What follows belongs to an exercise in optimizing a design on an open flow for small area and a short achievable clock period; a production flow would make more cautious choices. Function was checked by simulation only, so behaviour that the tests miss may differ from the original. Power figures rest on the tool's default switching activity, not on a simulated workload.

File: flow/config.mk
export PLATFORM = sky130hd
export DESIGN_NAME = pod_cvt
export DESIGN_NICKNAME = pod_cvt
export VERILOG_FILES = /design/flow/design.v
export SDC_FILE = /design/flow/constraint.sdc
export NUM_CORES = 4
export LEC_CHECK = 0
export ABC_AREA = 1
export CAP_MARGIN = 20
export CORE_MARGIN = 2
export CORE_UTILIZATION = 40
export SLEW_MARGIN = 20
File: flow/constraint.sdc
create_clock -name core_clock -period 18.0 [get_ports {clk}]
set_input_delay 3.6000 -clock core_clock [delete_from_list [all_inputs] [get_ports {clk}]]
set_output_delay 3.6000 -clock core_clock [all_outputs]
set_load 0.01 [all_outputs]
File: flow/design.v
module pod_cvt (
    input  wire        clk,
    input  wire        rst,
    input  wire        in_valid,
    input  wire [31:0] in_x,        
    input  wire [3:0]  in_dtype,    
    input  wire        in_sr,       
    input  wire [31:0] in_w,        
    output reg         out_valid,
    output reg  [31:0] out_y,       
    output reg         out_nan      
);
    reg        r_valid;
    reg [31:0] r_x, r_w;
    reg [3:0]  r_dt;
    reg        r_sr;
    always @(posedge clk) begin
        if (rst)
            r_valid <= 1'b0;
        else
            r_valid <= in_valid;
        r_x  <= in_x;
        r_w  <= in_w;
        r_dt <= in_dtype;
        r_sr <= in_sr;
    end
    wire t_i4  = (r_dt == 4'd0);
    wire t_i8  = (r_dt == 4'd1);
    wire t_u8  = (r_dt == 4'd2);
    wire t_u16 = (r_dt == 4'd3);
    wire t_f4  = (r_dt == 4'd4);
    wire t_e4  = (r_dt == 4'd5);
    wire t_e5  = (r_dt == 4'd6);
    wire t_h   = (r_dt == 4'd7);
    wire t_bf  = (r_dt == 4'd8);
    wire t_i32 = (r_dt == 4'd10);
    wire isint = t_i4 | t_i8 | t_u8 | t_u16 | t_i32;
    wire        sgn  = r_x[31];
    wire [7:0]  ex   = r_x[30:23];
    wire [22:0] mf   = r_x[22:0];
    wire        enz  = |ex;
    wire        eff  = &ex;
    wire        mnz  = |mf;
    wire        x_nan = eff & mnz;
    wire        x_inf = eff & ~mnz;
    wire [23:0] sig  = {enz, mf};
    wire [7:0]  ex1  = {ex[7:1], ex[0] | ~enz};    
    reg  [7:0] c2;       
    reg  [5:0] c1;       
    reg        nrm;      
    always @(*) begin
        c2 = 8'd158; c1 = 6'd0; nrm = 1'b0;
        if (t_h)  begin c2 = 8'd134; c1 = 6'd21; nrm = (ex >= 8'd113); end
        if (t_bf) begin c2 = 8'd25;  c1 = 6'd24; nrm = 1'b1;           end
        if (t_e4) begin c2 = 8'd149; c1 = 6'd28; nrm = (ex >= 8'd121); end
        if (t_e5) begin c2 = 8'd142; c1 = 6'd29; nrm = (ex >= 8'd113); end
        if (t_f4) begin c2 = 8'd157; c1 = 6'd30; nrm = (ex >= 8'd127); end
    end
    wire [8:0] sd   = {1'b0, c2} - {1'b0, ex1};
    wire       big  = isint & sd[8];                  
    wire       zero = ~sd[8] & (sd[7] | sd[6]);        
    wire [5:0] s    = nrm ? c1 : sd[5:0];
    wire [63:0] v   = (zero | big) ? 64'd0 : ({sig, 40'd0} >> s);
    wire [31:0] n   = v[63:32];
    wire [31:0] f32 = v[31:0];
    wire [32:0] srs   = {1'b0, f32} + {1'b0, r_w};
    wire        up_sr = srs[32];
    wire        up_ne = f32[31] & ((|f32[30:0]) | n[0]);
    wire        up    = r_sr ? up_sr : up_ne;
    reg  [31:0] t;
    always @(*) begin
        t = 32'd0;
        if (isint) t = n ^ {32{sgn}};
        if (t_f4)  t[2:0]  = {(nrm ? {~ex[1], ex[0]} : 2'd0), n[0]};
        if (t_e4)  t[6:0]  = {(nrm ? {~ex[3], ex[2:0]} : 4'd0), n[2:0]};
        if (t_e5)  t[6:0]  = {(nrm ? {~ex[4], ex[3:0]} : 5'd0), n[1:0]};
        if (t_h)   t[14:0] = {(nrm ? {~ex[4], ex[3:0]} : 5'd0), n[9:0]};
        if (t_bf)  t[14:0] = {ex, n[6:0]};
    end
    wire        cin = up ^ (isint & sgn);
    wire [31:0] r   = t + {31'd0, cin};
    wire m_ge8   = (|n[31:3])  | (up & (&n[2:0]));
    wire m_ge128 = (|n[31:7])  | (up & (&n[6:0]));
    wire m_ge256 = (|n[31:8])  | (up & (&n[7:0]));
    wire m_ge64k = (|n[31:16]) | (up & (&n[15:0]));
    wire m_ge2g  = n[31];
    wire ibig    = big | x_inf;
    wire o_f4 = (ex >= 8'd130) | r[3];
    wire o_e4 = (ex >= 8'd136) | r[7] | (&r[6:0]);
    wire o_e5 = (ex >= 8'd143) | (&r[6:2]);
    wire o_h  = (ex >= 8'd143) | (&r[14:10]);
    wire o_bf = (&r[14:7]);
    reg [31:0] y;
    reg        nanflag;
    always @(*) begin
        y = 32'd0;
        nanflag = 1'b0;
        if (isint | t_f4) nanflag = x_nan;
        if (!x_nan) begin
            if (t_i4)  y[3:0]  = (ibig | m_ge8)   ? {sgn, {3{~sgn}}}  : r[3:0];
            if (t_i8)  y[7:0]  = (ibig | m_ge128) ? {sgn, {7{~sgn}}}  : r[7:0];
            if (t_u8)  y[7:0]  = sgn ? 8'd0  : (ibig | m_ge256) ? 8'hFF   : r[7:0];
            if (t_u16) y[15:0] = sgn ? 16'd0 : (ibig | m_ge64k) ? 16'hFFFF : r[15:0];
            if (t_i32) y       = (ibig | m_ge2g)  ? {sgn, {31{~sgn}}} : r;
            if (t_f4)  y[3:0]  = {sgn, (x_inf | o_f4) ? 3'h7    : r[2:0]};
            if (t_e4)  y[7:0]  = {sgn, (x_inf | o_e4) ? 7'h7E   : r[6:0]};
            if (t_e5)  y[7:0]  = {sgn, (x_inf | o_e5) ? 7'h7C   : r[6:0]};
            if (t_h)   y[15:0] = {sgn, (x_inf | o_h)  ? 15'h7C00 : r[14:0]};
            if (t_bf)  y[15:0] = {sgn, (x_inf | o_bf) ? 15'h7F80 : r[14:0]};
        end else begin
            if (t_e4 | t_e5) y[7:0]  = 8'h7F;
            if (t_h)         y[15:0] = 16'h7E00;
            if (t_bf)        y[15:0] = 16'h7FC0;
        end
    end
    always @(posedge clk) begin
        if (rst)
            out_valid <= 1'b0;
        else
            out_valid <= r_valid;
        out_y   <= y;
        out_nan <= nanflag;
    end
endmodule
File: flow/run.sh
#!/bin/bash
# synth_recipe.tcl (not shown) runs the flow's synth.tcl, then flattens the netlist and writes it again
# the make line also repeats each setting of config.mk as NAME=value (left out here)
make -C /OpenROAD-flow-scripts/flow DESIGN_CONFIG=/design/flow/config.mk WORK_HOME=/design/flow/orfs CLKGATE_MAP_FILE= SYNTH_SCRIPT=/design/flow/synth_recipe.tcl finish
==> results.json <==
{
  "run_status": "complete, no violations",
  "clkSinkCount": 104,
  "cts_resized": 0,
  "clk_latency_ns": 0.37,
  "cts_buffers": 9,
  "layout-drive-gt1-share": 0.0629,
  "cts_tree": "yes",
  "area_growth_pct": 15.2,
  "critPathMaxFanout": 32,
  "fmaxAchievable_mhz": 116,
  "vias": 11200,
  "num_rows": 57,
  "worstRegToRegCells": 43,
  "n_antenna_cell": 0,
  "synth_seq_cells": 104,
  "yosysMostFrequentCell": "nand2_1",
  "crit_family": "simple AND/OR/NAND/NOR gates",
  "finalCritPeriodShare": 0.478,
  "peakVddDrop_v": 0.0000384,
  "syn_inst": 1649,
  "p_per_area_nw_per_um2": 86.5,
  "slowest_delay_ns": 0.81,
  "fin_nets": 1823,
  "wire_per_inst_um": 17.7,
  "intPower_mw": 0.509,
  "postCtsSetupBuffers": 0,
  "wl_met1_mm": 16.9,
  "ys_seq_area_frac": 0.213,
  "start_kind": "flop",
  "drv_slew": 0,
  "switching_power_mw": 0.464,
  "clock_path_buffers": 2,
  "syn_area_um2": 9760,
  "place.port_buffers": 105,
  "track_usage": 0.279,
  "min_period_ns": 8.61,
  "drc": 0,
  "grt-ovfl-total": 0,
  "whs_path_depth": 2,
  "yosysTopAreaCellShare": 0.213,
  "final-setup-viol-count": 0,
  "dieArea_um2": 25700,
  "core_area_um2": 24100,
  "relSlewSlack": 0.263,
  "grt_start_max_net_pins": 43,
  "r2r_slack_ns": 9.39,
  "synthesis.nets": 1761,
  "p_seq_frac": 0.257,
  "cts_root_buffer": "clkbuf_16",
  "fin_skew_ns": 0.0114,
  "ys_top_cells_by_count": "479 x nand2_1, 286 x nand3_1, 161 x inv_1",
  "drt-initial-drc-count": 1273,
  "syn_area_per_cell_um2": 5.92,
  "synth_edf_count": 0,
  "highest_layer": "met4",
  "clkPwrFrac": 0.221,
  "cp-end-kind": "flop",
  "gp_congestion": 0.996,
  "arrival_ns": 8.87,
  "die_w_um": 160,
  "sw_frac_of_total": 0.477,
  "p_leak_nw": 5.47,
  "cts.reportedPaths.clkPinSlew_ns": 0.08,
  "max_slew.worst_pin.slew_ns": 1.10,
  "synth_top_cell_by_area": "dfxtp_1",
  "pwr-share-comb": 0.521,
  "die_y_um": 160,
  "path_buf_inv": 4,
  "crit_required_ns": 18.26,
  "post_synth_num_cell_types": 53,
  "ys.flop_type": "dfxtp_1",
  "drt_wl_total_mm": 36.1,
  "cap_violations": 0,
  "grt_pass1_vias": 10200,
  "antenna_found_initial": 0,
  "worst_path_most_repeated_cell": "nand2_1",
  "cp_num_cells": 43,
  "drt_pre_antenna_iters": 6,
  "h-tree-depth": 3,
  "routed-wl-met2_mm": 15.7,
  "synth-async-reset-ratio": 0,
  "wl_met3_mm": 2.62,
  "rsz0062_at_grt": "false",
  "pin_count": 106,
  "yosysWarningCount": 1,
  "drt-vias-per-instance": 5.48,
  "min_path_type": "flop to flop",
  "crit_type": "flop to flop",
  "postCtsHoldBufs": 0,
  "hold_viol": 0,
  "detail-route-antenna-nets": 0,
  "dp_hpwl_mm": 29.2,
  "slowest_stage": "inv_1",
  "finalPower_mw": 0.973,
  "synthTopCellsByArea": "dfxtp_1 21%, nand2_1 18%, nand3_1 15%",
  "floorplan.initialDensity": 0.405,
  "setup_tns_ns": 0,
  "grt_pass1_wl_mm": 56.4
}
==> cell type report <==
type,count,area (µm²)
Fill cell,2657,12900
Multi-Input combinational cell,1299,6630
Sequential cell,104,2080
Timing Repair Buffer,112,1100
Inverter,185,694
Tap cell,324,405
Clock buffer,9,225
Clock inverter,7,104
==> worst register-to-register path: cells and delay by family (launching register included) <==
kind,cells,cell delay [ns]
AOI/OAI and AO/OA,4,1.25
xor gates and xnor gates,3,0.47
adders and majority gates,4,1.14
buffers and inverters,4,1.28
DFF,1,0.38
and+or+nand+nor,28,3.98
==> per-layer routing <==
layer  vias to the layer above  track usage
met2                       475        0.440
met1                      5076        0.399
met5                         -            0
met3                        64       0.0369
li1                       5567            -
met4                         0       0.0786
==> layout by cell type (no fill, tap or decap), types with 2 or more instances in the layout <==
| master | synthesis | routed |
|---|---|---|
| o31ai_1 | 2 | 2 |
| clkdlybuf4s50_1 | 0 | 105 |
| nor4_1 | 10 | 10 |
| inv_2 | 19 | 19 |
| nand3_2 | 9 | 9 |
| or2_2 | 2 | 2 |
| a21boi_1 | 3 | 3 |
| nor2_1 | 126 | 126 |
| xnor2_1 | 8 | 8 |
| nor2_2 | 8 | 8 |
| a21oi_4 | 2 | 2 |
| a21oi_2 | 2 | 2 |
| nand4_1 | 51 | 51 |
| nand3b_1 | 6 | 6 |
| and3_1 | 2 | 2 |
| dfxtp_1 | 104 | 104 |
| inv_1 | 161 | 161 |
| a31oi_1 | 2 | 2 |
| o21ai_1 | 10 | 10 |
| nor2_4 | 10 | 10 |
| o211ai_1 | 3 | 3 |
| o21ai_2 | 6 | 6 |
| a21oi_1 | 57 | 57 |
| nand2_2 | 14 | 14 |
| buf_4 | 10 | 7 |
| nor3_1 | 23 | 23 |
| clkinv_8 | 0 | 3 |
| xor2_2 | 2 | 2 |
| o21ai_0 | 82 | 82 |
| and2_1 | 4 | 4 |
| nand3_1 | 286 | 286 |
| clkinv_1 | 5 | 5 |
| clkbuf_16 | 0 | 9 |
| inv_6 | 0 | 2 |
| a211oi_1 | 5 | 5 |
| nand2_4 | 5 | 5 |
| nand2_1 | 479 | 479 |
| ha_1 | 39 | 39 |
| xor2_1 | 27 | 27 |
==> path summary, 6_finish.rpt <==
check,from,endpoint
min,r_valid,out_valid
max reg2reg,r_dt[1],out_y[1]
min reg2reg,r_valid,out_valid
max,r_dt[1],out_y[1]
==> cell families (layout without fill, tap and decap cells) <==
logic type | count (synthesis) | count (layout) | synth area share
AOI/OAI and AO/OA | 184 | 184 | 0.108
and+or+nand+nor | 1038 | 1038 | 0.485
buffers and inverters | 246 | 313 | 0.107
DFF | 104 | 104 | 0.213
adders and majority gates | 40 | 40 | 0.0521
xor gates and xnor gates | 37 | 37 | 0.0348
==> per-stage QoR <==
stage,cell area [µm²],utilization,cells,setup WS [ns],hold WS [ns]
finish,11200,0.466,2040,9.39,0.406
global route,11200,0.466,2040,8.72,0.418
CTS,11200,0.466,2040,9.50,0.412
detailed placement,10900,0.453,2024,9.52,0.398
global placement,10900,0.453,2024,9.60,0.394
floorplan,9760,-,1649,11.75,0.388
==> sequential cells by signal, summed over array words and instances (netlist names) <==
signal / cells
r_w: 32
out_valid: 1
out_nan: 1
r_dt: 4
r_sr: 1
r_x: 32
r_valid: 1
out_y: 32
==> power by group through the flow <==
stage          sequential, mW  combinational [mW]  clock (mW)
6_report                0.250               0.507       0.216
5_1_grt                 0.252               0.559       0.234
4_1_cts                 0.251               0.496       0.221
3_5_place_dp            0.256               0.494           0
3_3_place_gp            0.256               0.496           0
2_1_floorplan           0.257               0.352           0

[re-timing with driven ports]
Ports are ideal in the flow. The routed layout listed here was re-timed in OpenROAD. Step 1 assumes that a clkbuf_16 drives the clock port and a buf_2 every other input. Step 2 times the ports against the registers' clock, not the clock port: input delays grow and output delays shrink by t, the midpoint of the rising clock arrivals with the driver on. Three values: no drivers, after step 1, after step 2; two values: the first two.
t, ns: 0.409
setup WS [ns]: 9.392 / 9.392 / 9.392
worst hold slack (ns): 0.406 / 0.406 / 0.406
After both steps setup and hold are still met in this run. The setup slack of this run moves by 0.000 ns with the drivers and by 0.000 ns with both steps.
